What follows belongs to an exercise in optimizing a design on an open flow for small area, a short achievable clock period and few clock cycles per item; a production flow would make more cautious choices. The RTL was checked by simulation tests, not by an equivalence proof against the original design. Power is estimated from default activity; no workload was simulated.

==> flow/design.v, too long to show whole: its modules and the start of the top module <==
// module qe_imu: 1814 lines
// module qe_clz: 29 lines
module qe_imu (
    input  wire        clk,
    input  wire        rst,
    input  wire        in_valid,
    output wire        in_ready,
    input  wire [5:0]  in_fn,
    input  wire [31:0] in_a,
    input  wire [31:0] in_b,
    output reg         out_valid,
    output reg  [31:0] out_res,
    output reg         out_pred,
    output reg         out_illegal
);
  // ...
==> flow/flow/run.sh <==
#!/bin/bash
set -euo pipefail
bash standard.sh finish SETUP_SLACK_MARGIN=8.8 > standard_flow.log 2>&1
==> flow/standard.sh <==
#!/bin/bash
# synth_recipe.tcl (not shown) runs the flow's synth.tcl, then flattens the netlist and writes it again
# the make line also repeats each setting of config.mk as NAME=value (left out here)
make -C /OpenROAD-flow-scripts/flow DESIGN_CONFIG=/design/flow/config.mk WORK_HOME=/design/flow/orfs CLKGATE_MAP_FILE= SYNTH_SCRIPT=/design/flow/synth_recipe.tcl "${@:-finish}"
==> flow/config.mk <==
export PLATFORM = sky130hd
export DESIGN_NAME = qe_imu
export DESIGN_NICKNAME = qe_imu
export VERILOG_FILES = /design/flow/design.v
export SDC_FILE = /design/flow/constraint.sdc
export NUM_CORES = 4
export LEC_CHECK = 0
export CAP_MARGIN = 20
export CORE_MARGIN = 2
export CORE_UTILIZATION = 40
export SLEW_MARGIN = 20
==> flow/constraint.sdc <==
create_clock -name core_clock -period 13.0 [get_ports {clk}]
set_input_delay 2.6000 -clock core_clock [delete_from_list [all_inputs] [get_ports {clk}]]
set_output_delay 2.6000 -clock core_clock [all_outputs]
set_load 0.01 [all_outputs]
==> results by group, run 1 <==
Status
  • Status: no timing/DRC/antenna violations

Synthesis
  • Synth Instances: 6663
  • Yosys reg bits: 499
  • Mean Syn Cell Area: 8.593 um2
  • Top cells by area, synth: fa_1 17%, dfxtp_1 16%, xnor2_1 11%, ha_1 7.8%, a22oi_1 6.9%
  • Post-synth top flop: dfxtp_1
  • Synth top area share: 0.1738

Cells and area
  • Plain + repair buffers: 289
  • Layout overhead on the synthesized area: 10.58%
  • FF+latch area: 10450 um2
  • Multi-input logic area: 42990 um2
  • Design area: 63310 um2
  • Most frequent cells in the layout: 716 x xnor2_1, 606 x inv_1, 529 x a22oi_1
  • Clock-cell share: 0.03610

Power
  • Switching part of the total: 0.5319
  • Leakage: 0.02547 uW
  • Reg power frac: 0.149
  • Clock group total power: 1980 uW
  • Seq group: 2610 uW

Setup path
  • Critical path endpoint: mr[105]$_DFF_P_
  • Top delay family on crit path: adder cells
  • CP startpoint: a0[15]$_DFF_P_

GRT
  • GR Util All Layers: 0.3260
  • Global-route wire length before repair: 353.8 mm

Placed design
  • Post-Place Worst Slack: 7500 ps
  • Placed cell count: 8252
  • DP HPWL: 171.4 mm

STA
  • RSZ-0062 raised after global routing: yes
  • Slew @ Worst Pin: 1197 ps
  • Min cycle time layout: 4188 ps
  • Max transition margin: 0.2019

Floorplanning
  • Std-Cell Rows: 138
  • Core Box Area: 141800 um2
  • Tapcells: 1890
  • I/O pin count: 109

CTS
  • # hold bufs at CTS: 0
  • Setup bufs post-CTS: 9

Route
  • Aggregate routed wire length: 246.1 mm
Testbench counts, summed over its fixed seeds: cycles 14,538, items 12,000.
==> run 2, diff against run 1 <==
--- a/flow/design.v
+++ b/flow/design.v
@@ -1728,17 +1728,18 @@
         else     v1 <= v0 & !c_div;
         mr     <= mr_d;
         res1   <= res_a;
         pred1  <= pred_a;
         bad1   <= c_bad;
         mul1   <= c_mul;
         mulhi1 <= c_mulhi;
     end
-    wire [63:0] prod = mx + my;
+    wire [63:0] prod;
+    qe_add #(64) u_prod (.a(mx), .b(my), .ci(1'b0), .s(prod));
     wire [31:0] res_b = mul1 ? (mulhi1 ? prod[63:32] : prod[31:0]) : res1;
     wire        a_neg = c_dsgn & a0[31];
     wire        b_neg = c_dsgn & b0[31];
     wire [31:0] a_mag = a_neg ? -a0 : a0;
     wire [31:0] b_mag = b_neg ? -b0 : b0;
     wire [6:0]  sd    = {1'b0, lzb} + {6'd0, a_neg} - {1'b0, lza};
     wire        dnone = sd[6] | bzero;
     wire [4:0]  sodd  = sd[4:0] | 5'd1;            
@@ -1836,8 +1837,35 @@
     generate for (g = 0; g < 2; g = g + 1) begin : g16
         assign z16[g] = z8[2*g+1] & z8[2*g];
         assign c16[4*g+3:4*g] = z8[2*g+1] ? {1'b1, c8[6*g+2:6*g]}
                                           : {1'b0, c8[6*g+5:6*g+3]};
     end endgenerate
     assign n = (z16[1] & z16[0]) ? 6'd32 :
                z16[1] ? {2'b01, c16[3:0]} : {2'b00, c16[7:4]};
 endmodule
+module qe_add #(parameter N = 32) (
+    input  wire [N-1:0] a,
+    input  wire [N-1:0] b,
+    input  wire         ci,
+    output wire [N-1:0] s
+);
+    localparam L = (N >= 64) ? 7 : (N >= 32) ? 6 : (N >= 16) ? 5 :
+                   (N >= 8) ? 4 : (N >= 4) ? 3 : (N >= 2) ? 2 : 1;
+    wire [N:0] g [0:L];
+    wire [N:0] p [0:L];
+    assign g[0] = {a & b, ci};
+    assign p[0] = {a ^ b, 1'b0};
+    genvar l, i;
+    generate for (l = 0; l < L; l = l + 1) begin : lv
+        for (i = 0; i <= N; i = i + 1) begin : bt
+            if (((i >> l) & 1) != 0) begin : m
+                localparam integer J = ((i >> l) << l) - 1;
+                assign g[l+1][i] = g[l][i] | (p[l][i] & g[l][J]);
+                assign p[l+1][i] = p[l][i] & p[l][J];
+            end else begin : k
+                assign g[l+1][i] = g[l][i];
+                assign p[l+1][i] = p[l][i];
+            end
+        end
+    end endgenerate
+    assign s = p[0][N:1] ^ g[L][N-1:0];
+endmodule
==> flow/flow/run.sh (replaced) <==
#!/bin/bash
set -euo pipefail
bash standard.sh finish SETUP_SLACK_MARGIN=9 > standard_flow.log 2>&1
==> flow/config.mk (replaced) <==
export PLATFORM = sky130hd
export DESIGN_NAME = qe_imu
export DESIGN_NICKNAME = qe_imu
export VERILOG_FILES = /design/flow/design.v
export SDC_FILE = /design/flow/constraint.sdc
export NUM_CORES = 4
export LEC_CHECK = 0
export CAP_MARGIN = 20
export CORE_MARGIN = 2
export CORE_UTILIZATION = 60
export SLEW_MARGIN = 20
==> run 2 against run 1 <==
  * Power down 1.1%
  * Clock skew down 25 ps
  * Count of clock-buffer cells in the layout unchanged
  * Final area down 0.16%
  * First-iteration DRC count up 21%
  * Critical path type unchanged
==> results by group, run 2 <==
Synthesis
  • Synthesized net count: 7459 (was 7588)
  • Yosys reg bits: 499 (unchanged)
  • Synth warn: 3 (was 2)
  • Mean Syn Cell Area: 8.597 um2 (was 8.593 um2)
  • Synth top area share: 0.1787 (was 0.1738)
  • Top-count cell post-synth: xnor2_1 (unchanged)
  • Synthesized area: 56140 um2 (was 57260 um2)
  • Sequential area share after synthesis: 0.1840 (was 0.1804)
  • Synth unique cells: 89 (was 94)
  • Synth cell count leaders: 716 x xnor2_1, 674 x inv_1, 536 x a22oi_1 (was 717 x xnor2_1, 616 x inv_1, 529 x a22oi_1)
  • Number of synthesized flops with an enable pin: 34 (unchanged)
  • Yosys top cell by area: fa_1 (unchanged)
  • Top cells by area, synth: fa_1 18%, dfxtp_1 17%, xnor2_1 11%, ha_1 7.9%, a22oi_1 7.2% (was fa_1 17%, dfxtp_1 16%, xnor2_1 11%, ha_1 7.8%, a22oi_1 6.9%)
  • Async S/R FF share, synth: 0 (unchanged)
  • Synth Instances: 6530 (was 6663)
  • Post-synth top flop: dfxtp_1 (unchanged)

Setup path
  • Slowest-stage cell, CP: fa_1 (was buf_4)
  • FF-to-FF path depth: 15 (was 9)
  • CP dominant cell by count: a21oi_2 (was fa_1)
  • Worst Path Arrival: 4850 ps (was 4730 ps)
  • Crit Reg-Reg Endpoint: out_res[13]$_DFF_P_ (was mr[105]$_DFF_P_)
  • Worst r2r src: mr[10]$_DFF_P_ (was a0[15]$_DFF_P_)
  • Flop2flop setup slack: 8730 ps (was 8810 ps)
  • Largest stage delay, worst path: 540 ps (was 640 ps)
  • CP max FO: 4 (was 42)
  • Cell Chain, Critical Path: fa_1 -> ha_4 -> o21ai_2 -> a22oi_2 -> nand2_2 -> a2111oi_4 -> nor4_2 -> buf_4 -> buf_6 -> o41ai_4 -> a21oi_2 -> o21bai_2 -> xor2_2 -> a21oi_2 -> a211oi_2 (was buf_4 -> a22oi_1 -> xnor2_1 -> fa_1 -> fa_1 -> fa_1 -> inv_1 -> fa_1 -> fa_1)
  • Startpoint Class: register (unchanged)
  • Critical path type: register to register (unchanged)
  • Required @ worst endpoint: 13580 ps (was 13540 ps)
  • CP startpoint: mr[10]$_DFF_P_ (was a0[15]$_DFF_P_)
  • Critical path endpoint: out_res[13]$_DFF_P_ (was mr[105]$_DFF_P_)
  • CP endpoint kind: register (unchanged)

Worst hold path
  • Hold Crit Start: c_mulhi$_DFF_P_ (was c_mul$_DFF_P_)
  • Min-delay worst type: register to register (unchanged)

GRT
  • GR Util All Layers: 0.4821 (was 0.3260)
  • Global-route wire length before repair: 339.2 mm (was 353.8 mm)
  • Grt ovf: 0 (unchanged)
  • Largest net degree at the start of global routing: 68 (was 81)
  • Initial antenna violation count: 15 (was 19)
  • Vias in the first global route: 50.92k (was 51.65k)

Job
  • Number of max-cap violations: 0 (unchanged)

Route
  • DR DRC count: 0 (unchanged)
  • DRT iter0 DRCs: 8257 (was 6828)
  • Post-Route M1 WL: 86.84 mm (was 97.60 mm)
  • Antenna Nets Post-Route: 0 (unchanged)
  • Detailed-route vias per instance: 6.896 (was 6.337)
  • Met3 wire len: 37.87 mm (was 30.99 mm)
  • WL per Instance: 30.72 um (was 29.15 um)
  • Detailed-router iteration count before antenna repair: 13 (was 9)
  • Top layer in use: met5 (unchanged)
  • Aggregate routed wire length: 237.4 mm (was 246.1 mm)
  • Met2 WL: 93.23 mm (was 102.2 mm)
  • DR vias: 53.30k (was 53.49k)

STA
  • Min cycle time layout: 4266 ps (was 4188 ps)
  • Clock Skew: 29.43 ps (was 54.37 ps)
  • Hold Vio Cnt, Final: 0 (unchanged)
  • RSZ-0062 raised after global routing: yes (unchanged)
  • Fin crit share: 0.3282 (was 0.3221)
  • Slew Limit Fails: 0 (unchanged)
  • Fin Setup TNS: 0 ps (unchanged)
  • Tightest hold margin: 339.7 ps (was 326.0 ps)
  • Maximum operating frequency: 234.4 MHz (was 238.8 MHz)
  • # setup viols final: 0 (unchanged)
  • Max transition margin: 0.2577 (was 0.2019)
  • Post-route setup slack: 8734 ps (was 8812 ps)
  • Slew @ Worst Pin: 1113 ps (was 1197 ps)

Power
  • Max VDD drop: 0.3087 mV (was 0.2383 mV)
  • Leakage: 0.02629 uW (was 0.02547 uW)
  • Power Density: 273.7 nW/um2 (was 276.2 nW/um2)

Cells and area
  • Number of flip-flops in the largest register: 186 (unchanged)
  • Multi-input logic area: 42810 um2 (was 42990 um2)
  • FF+latch area: 10440 um2 (was 10450 um2)
  • Nets: 7350 (was 7414)
  • Largest register by flop count: mr (unchanged)
  • Top flop regs: mr (186), dd (34) (unchanged)
  • Layout cells sized above 1: 0.1156 (was 0.08300)
  • Fillcell total: 7703 (was 13.81k)
  • Layout overhead on the synthesized area: 12.59% (was 10.58%)
  • Commonest non-fill, non-tap cell in the layout: xnor2_1 (unchanged)
  • Design area: 63210 um2 (was 63310 um2)
  • Most frequent cells in the layout: 703 x xnor2_1, 652 x inv_1, 535 x a22oi_1 (was 716 x xnor2_1, 606 x inv_1, 529 x a22oi_1)

Floorplanning
  • DIE AREA: 96030 um2 (was 146200 um2)
  • Die Ht: 309.9 um (was 382.3 um)
  • Initial Util: 0.6033 (was 0.4039)
  • Core Box Area: 93050 um2 (was 141800 um2)
  • I/O pin count: 109 (unchanged)
  • Std-Cell Rows: 112 (was 138)
  • Die X: 309.9 um (was 382.3 um)

CTS
  • Clock transition at the registers of the reported paths: 60 ps (was 50 ps)
  • H-tree depth: 2 (was 3)
  • TritonCTS Buffers: 58 (was 66)
  • Bufs on Longest Clock Path: 3 (unchanged)
  • CTS tree: built (unchanged)
  • CTS Root Buffer Type: clkbuf_16 (unchanged)
  • Clock latency (worst-skew pair): 720 ps (was 710 ps)
  • CTS sink cnt: 499 (unchanged)

Placed design
  • Port-buffer cells: 108 (unchanged)
  • DP HPWL: 155.9 mm (was 171.4 mm)
  • Post-DP Area: 57930 um2 (was 59770 um2)
  • Post-Place Worst Slack: 7622 ps (was 7500 ps)
  • Final Wtd Congestion: 1.043 (was 1.030)

Status
  • Status: no timing/DRC/antenna violations (unchanged)
## run 2: repair_timing
action,in CTS,in global routing
resized for setup,284,320
setup endpoints to repair,269,176
hold buffers,0,0
setup buffers,44,55
pin swaps,51,99
gates cloned,8,8
## run 2: worst max-delay path: cells and delay by family, from the launching register on
| family | cells | cell delay (ps) |
|---|---|---|
| compound gates | 8 | 2060 |
| fa+ha+maj | 2 | 850 |
| xor+xnor | 1 | 340 |
| flops | 1 | 320 |
| buf+inv | 2 | 310 |
| simple gates | 2 | 230 |
## run 2: worst min-delay path by stage
stage                     end  slack (ps)  cells after the start
3_3_place_gp     bad1$_DFF_P_         310                      0
5_1_grt        mulhi1$_DFF_P_         340                      0
4_1_cts        mulhi1$_DFF_P_         340                      0
2_1_floorplan    bad1$_DFF_P_         310                      0
3_5_place_dp     mul1$_DFF_P_         330                      0
6_report       mulhi1$_DFF_P_         340                      0
## run 2: cell families (layout without fill, tap and decap cells)
group,after synthesis,count (layout),share of synthesized area
flip-flops,499,499,0.1840
buffers and inverters,1212,1148,0.08164
AO/OA/AOI/OAI,1718,1718,0.2048
other,0,6,0
adder cells (fa/ha/maj),856,856,0.2578
XOR/XNOR,861,861,0.1345
multiplexers,179,182,0.03845
AND/OR/NAND/NOR,1205,1205,0.09891
## run 2: per-stage QoR
step	utilization	cells	power [uW]
floorplan	-	6530	9589
global placement	0.6226	7500	13100
detailed placement	0.6226	7500	13280
CTS	0.6599	7660	15820
global route	0.6792	7724	18270
finish	0.6793	7729	17300
## run 2: cell type report
class / count / area share
Sequential cell: 499 / 0.1651
Multi-Input combinational cell: 4822 / 0.6773
Tap cell: 1254 / 0.02482
Inverter: 692 / 0.04198
Timing Repair Buffer: 347 / 0.05845
Clock buffer: 78 / 0.02609
Timing Repair inverter: 1 / 0.00007918
Antenna cell: 6 / 0.0002375
Clock inverter: 30 / 0.005899
## run 2: metal layers
metal	vias up	track usage
met1	25450	0.6216
met3	1195	0.1994
li1	22150	-
met4	24	0.2915
met5	-	0.02022
met2	4479	0.6679
## run 2: where the power goes
group          internal (uW)  switching [uW]  total, uW  leakage, uW
combinational           5120            7870      13000       0.0211
sequential              2160             355       2510      0.00424
clock                   1030             772       1800     0.000991
Testbench counts of run 2, summed over its fixed seeds: cycles 14,538, items 12,000.

## port drivers added, routing unchanged
No port has a modelled driver above. Below, the same layouts with a new extraction and two added sets of constraints. Step 1 sets driving cells, clkbuf_16 on the clock port and buf_2 on the other inputs (assumed; they add their load-dependent delay and slew). Step 2, shift: input delay + t, output delay - t, t = (earliest + latest rising clock arrival at the registers) / 2. This alone moves slack from input paths to output paths. Three values: ideal ports, drivers, drivers and shift; two values: the first two.
run	t, ns	slack for setup (ns)	hold WS [ns]	slew at the worst register clock pin (ns)	worst data-port slew with drivers (ns)
run 1	0.767	8.812 / 8.766 / 8.180	0.326 / 0.326 / 0.326	0.07 / 0.07	0.12
run 2	0.784	8.734 / 8.734 / 8.371	0.340 / 0.340 / 0.340	0.07 / 0.07	0.05
After both steps every run listed still meets setup and hold. The setup slack of run 1, which loses most, moves by -0.046 ns with the drivers and by -0.632 ns with both steps.
